What follows belongs to an exercise in optimizing a design on an open flow for small area; a production flow would make more cautious choices. In this exercise RTL edits were held to simulation tests only and were not proved equivalent to the original.

==> branch willow: inputs <==
Design hb_cascade, start of the top module:
module hb_cascade (
    input  wire        clk,
    input  wire        rst,
    input  wire [3:0]  cfg_dec,
    input  wire        in_valid,
    input  wire [15:0] in_data,
    input  wire        in_mark,
    output reg         out_valid,
    output reg  [15:0] out_data,
    output reg         out_mark
);
    wire [3:0] sel = (cfg_dec > 4'd8) ? 4'd8 : cfg_dec;
    wire [15:0] win [0:95];
    wire [15:0] cen [0:7];
    wire [8:1]  wmk;
    wire [8:1]  srv;                 
    wire [15:0] aw [0:11];
    genvar i, j;
    generate
        for (i = 0; i < 12; i = i + 1) begin : g_mx
            assign aw[i] = ({16{srv[1]}} & win[i])      | ({16{srv[2]}} & win[12+i])
                         | ({16{srv[3]}} & win[24+i])   | ({16{srv[4]}} & win[36+i])
                         | ({16{srv[5]}} & win[48+i])   | ({16{srv[6]}} & win[60+i])
                         | ({16{srv[7]}} & win[72+i])   | ({16{srv[8]}} & win[84+i]);
        end
    endgenerate
    wire [15:0] ac = ({16{srv[1]}} & cen[0]) | ({16{srv[2]}} & cen[1])
  ...
==> module hb_cascade, before the edit <==
module hb_cascade (
    input  wire        clk,
    input  wire        rst,
    input  wire [3:0]  cfg_dec,
    input  wire        in_valid,
    input  wire [15:0] in_data,
    input  wire        in_mark,
    output reg         out_valid,
    output reg  [15:0] out_data,
    output reg         out_mark
);
    wire [3:0] sel = (cfg_dec > 4'd8) ? 4'd8 : cfg_dec;
    wire [15:0] win [0:95];
    wire [15:0] cen [0:7];
    wire [8:1]  wmk;
    wire [8:1]  srv;                 
    wire [15:0] aw [0:11];
    genvar i, j;
    generate
        for (i = 0; i < 12; i = i + 1) begin : g_mx
            assign aw[i] = ({16{srv[1]}} & win[i])      | ({16{srv[2]}} & win[12+i])
                         | ({16{srv[3]}} & win[24+i])   | ({16{srv[4]}} & win[36+i])
                         | ({16{srv[5]}} & win[48+i])   | ({16{srv[6]}} & win[60+i])
                         | ({16{srv[7]}} & win[72+i])   | ({16{srv[8]}} & win[84+i]);
        end
    endgenerate
    wire [15:0] ac = ({16{srv[1]}} & cen[0]) | ({16{srv[2]}} & cen[1])
                   | ({16{srv[3]}} & cen[2]) | ({16{srv[4]}} & cen[3])
                   | ({16{srv[5]}} & cen[4]) | ({16{srv[6]}} & cen[5])
                   | ({16{srv[7]}} & cen[6]) | ({16{srv[8]}} & cen[7]);
    wire [15:0] y;
    wire        ovf;
    hb_au u_au (
        .clk(clk),
        .a0(aw[0]), .a1(aw[1]), .a2(aw[2]),   .a3(aw[3]),   .a4(aw[4]),   .a5(aw[5]),
        .a6(aw[6]), .a7(aw[7]), .a8(aw[8]),   .a9(aw[9]),   .a10(aw[10]), .a11(aw[11]),
        .c(ac), .y(y), .ovf(ovf));
    reg  [8:1]  srv_d;
    reg         wm_d;
    always @(posedge clk) begin
        srv_d <= rst ? 8'd0 : srv;
        wm_d  <= |(srv & wmk);
    end
    wire        ym = wm_d | ovf;
    integer k;
    reg [15:0] a1 [0:10];            
    reg [15:0] b1 [0:5];             
    reg [4:0]  cnt1;
    reg [4:0]  mc1;                  
    wire       ev1 = in_valid & ~rst & (sel != 4'd0);
    assign srv[1] = ev1 & (cnt1 == 5'd23);
    assign win[0] = in_data;
    generate
        for (i = 1; i < 12; i = i + 1) begin : g_w1
            assign win[i] = a1[i-1];
        end
    endgenerate
    assign cen[0] = b1[5];
    assign wmk[1] = in_mark | (mc1 <= 5'd21);
    always @(posedge clk) begin
        if (rst) begin
            cnt1 <= 5'd0;
            mc1  <= 5'd23;
        end else if (ev1) begin
            cnt1 <= (cnt1 == 5'd23) ? 5'd22 : cnt1 + 5'd1;
            if (in_mark)
                mc1 <= 5'd0;
            else if (mc1 < 5'd23)
                mc1 <= mc1 + 5'd1;
        end
        if (ev1 & cnt1[0]) begin
            a1[0] <= in_data;
            for (k = 1; k < 11; k = k + 1)
                a1[k] <= a1[k-1];
        end
        if (ev1 & ~cnt1[0]) begin
            b1[0] <= in_data;
            for (k = 1; k < 6; k = k + 1)
                b1[k] <= b1[k-1];
        end
    end
    wire [8:1] req;
    generate
        for (j = 2; j <= 8; j = j + 1) begin : g_st
            localparam FO = (j == 3 || j >= 5) ? 1'b0 : 1'b1;
            reg [15:0] a [0:11];     
            reg [15:0] b [0:5];      
            reg [4:0]  cnt;
            reg [4:0]  mc;
            reg        rq;
            wire       ev = srv_d[j-1] & (sel >= j);
            wire       ap = (cnt[0] == FO);
            assign req[j] = rq;
            for (i = 0; i < 12; i = i + 1) begin : g_w
                assign win[12*(j-1) + i] = a[i];
            end
            assign cen[j-1] = b[5];
            assign wmk[j] = (mc <= 5'd22);
            always @(posedge clk) begin
                if (rst) begin
                    cnt <= 5'd0;
                    mc  <= 5'd23;
                    rq  <= 1'b0;
                end else begin
                    if (ev) begin
                        cnt <= (cnt == 5'd23) ? 5'd22 : cnt + 5'd1;
                        if (ym)
                            mc <= 5'd0;
                        else if (mc < 5'd23)
                            mc <= mc + 5'd1;
                    end
                    if (ev & ap & (cnt[4:1] == 4'd11))
                        rq <= 1'b1;
                    else if (srv[j])
                        rq <= 1'b0;
                end
                if (ev & ap) begin
                    a[0] <= y;
                    for (k = 1; k < 12; k = k + 1)
                        a[k] <= a[k-1];
                end
                if (ev & ~ap) begin
                    b[0] <= y;
                    for (k = 1; k < 6; k = k + 1)
                        b[k] <= b[k-1];
                end
            end
        end
    endgenerate
    assign req[1] = 1'b0;
    assign srv[2] = req[2] & ~srv[1];
    assign srv[3] = req[3] & ~srv[1] & ~req[2];
    assign srv[4] = req[4] & ~srv[1] & ~|req[3:2];
    assign srv[5] = req[5] & ~srv[1] & ~|req[4:2];
    assign srv[6] = req[6] & ~srv[1] & ~|req[5:2];
    assign srv[7] = req[7] & ~srv[1] & ~|req[6:2];
    assign srv[8] = req[8] & ~srv[1] & ~|req[7:2];
    wire done = (sel == 4'd0) ? in_valid : srv_d[sel];
    always @(posedge clk) begin
        out_valid <= ~rst & done;
        out_data  <= (sel == 4'd0) ? in_data : y;
        out_mark  <= (sel == 4'd0) ? in_mark : ym;
    end
endmodule
clock: 16.0 ns
lec_check: 0
abc_clock_period_in_ps: 16000
cap_margin: 20
core_margin: 2
core_utilization: 60
cts_buf_list: sky130_fd_sc_hd__clkbuf_4 sky130_fd_sc_hd__clkbuf_8
place_density: 0.7
slew_margin: 20
run.sh (not shown) runs the stock make flow with config.mk's settings and CLKGATE_MAP_FILE= SYNTH_SCRIPT=/design/flow/synth_recipe.tcl, a recipe that flattens the netlist after the stock synthesis.
==> branch garnet: changes against branch willow <==
--- a/flow/design.v
+++ b/flow/design.v
@@ -2059,2 +2059,10 @@
     wire [3:0] sel = (cfg_dec > 4'd8) ? 4'd8 : cfg_dec;
+    reg        iv;
+    reg [15:0] id;
+    reg        im;
+    always @(posedge clk) begin
+        iv <= in_valid & ~rst;
+        id <= in_data;
+        im <= in_mark;
+    end
     wire [15:0] win [0:95];
@@ -2096,5 +2104,5 @@
     reg [4:0]  mc1;                  
-    wire       ev1 = in_valid & ~rst & (sel != 4'd0);
+    wire       ev1 = iv & (sel != 4'd0);
     assign srv[1] = ev1 & (cnt1 == 5'd23);
-    assign win[0] = in_data;
+    assign win[0] = id;
     generate
@@ -2105,3 +2113,3 @@
     assign cen[0] = b1[5];
-    assign wmk[1] = in_mark | (mc1 <= 5'd21);
+    assign wmk[1] = im | (mc1 <= 5'd21);
     always @(posedge clk) begin
@@ -2112,3 +2120,3 @@
             cnt1 <= (cnt1 == 5'd23) ? 5'd22 : cnt1 + 5'd1;
-            if (in_mark)
+            if (im)
                 mc1 <= 5'd0;
@@ -2118,3 +2126,3 @@
         if (ev1 & cnt1[0]) begin
-            a1[0] <= in_data;
+            a1[0] <= id;
             for (k = 1; k < 11; k = k + 1)
@@ -2123,3 +2131,3 @@
         if (ev1 & ~cnt1[0]) begin
-            b1[0] <= in_data;
+            b1[0] <= id;
             for (k = 1; k < 6; k = k + 1)
@@ -2184,7 +2192,7 @@
     assign srv[8] = req[8] & ~srv[1] & ~|req[7:2];
-    wire done = (sel == 4'd0) ? in_valid : srv_d[sel];
+    wire done = (sel == 4'd0) ? iv : srv_d[sel];
     always @(posedge clk) begin
         out_valid <= ~rst & done;
-        out_data  <= (sel == 4'd0) ? in_data : y;
-        out_mark  <= (sel == 4'd0) ? in_mark : ym;
+        out_data  <= (sel == 4'd0) ? id : y;
+        out_mark  <= (sel == 4'd0) ? im : ym;
     end
CORE_UTILIZATION = 70   (was 60)
CTS_BUF_LIST = sky130_fd_sc_hd__clkbuf_16   (was sky130_fd_sc_hd__clkbuf_4 sky130_fd_sc_hd__clkbuf_8)
CTS_CLUSTER_DIAMETER = 80   (was not set)
CTS_CLUSTER_SIZE = 30   (was not set)
PLACE_DENSITY = 0.78   (was 0.7)
==> impl_results.md <==
* Rows at 148
* NumNets Final at 6456
* Status: no timing/DRC/antenna violations
* Drt wl/cell at roughly 28 um
* Metal3 WL at 19100 um
* Worst skew pair latency at roughly 1.1 ns
# the run above: branch willow

==> impl_results.md <==
* Worst skew pair latency at about 0.78 ns
* Drt wl/cell at 30.3 um
* Status: no timing/DRC/antenna violations
* Rows at ~140
* Metal3 WL at about 19000 um
* NumNets Final at 6223
# the run above: branch garnet

[static timing again, ports no longer ideal]
No port has a modelled driver above. Below, the same layouts with a new extraction and two added sets of constraints. Step 1 (the two cells are an assumption about what drives the block):
set clk [get_ports {clk}]
set_driving_cell -lib_cell sky130_fd_sc_hd__clkbuf_16 $clk
set_driving_cell -lib_cell sky130_fd_sc_hd__buf_2 [delete_from_list [all_inputs] $clk]
Step 2, shift: input delay + t, output delay - t, t = (earliest + latest rising clock arrival at the registers) / 2. This alone moves slack from input paths to output paths. Slacks: no drivers / after step 1 / after step 2; pairs: no drivers / after step 1.
run | t, ns | setup slack, ns | worst slew at a driven data input, ns
branch willow | 1.147 | 0.510 / 0.563 / -0.584 | 0.04
branch garnet | 0.849 | 0.402 / 0.463 / -0.386 | 0.06
With both steps, setup timing fails in branch willow and branch garnet, where it was met with ideal ports. The setup slack of branch willow, which loses most, moves by +0.053 ns with the drivers and by -1.094 ns with both steps.
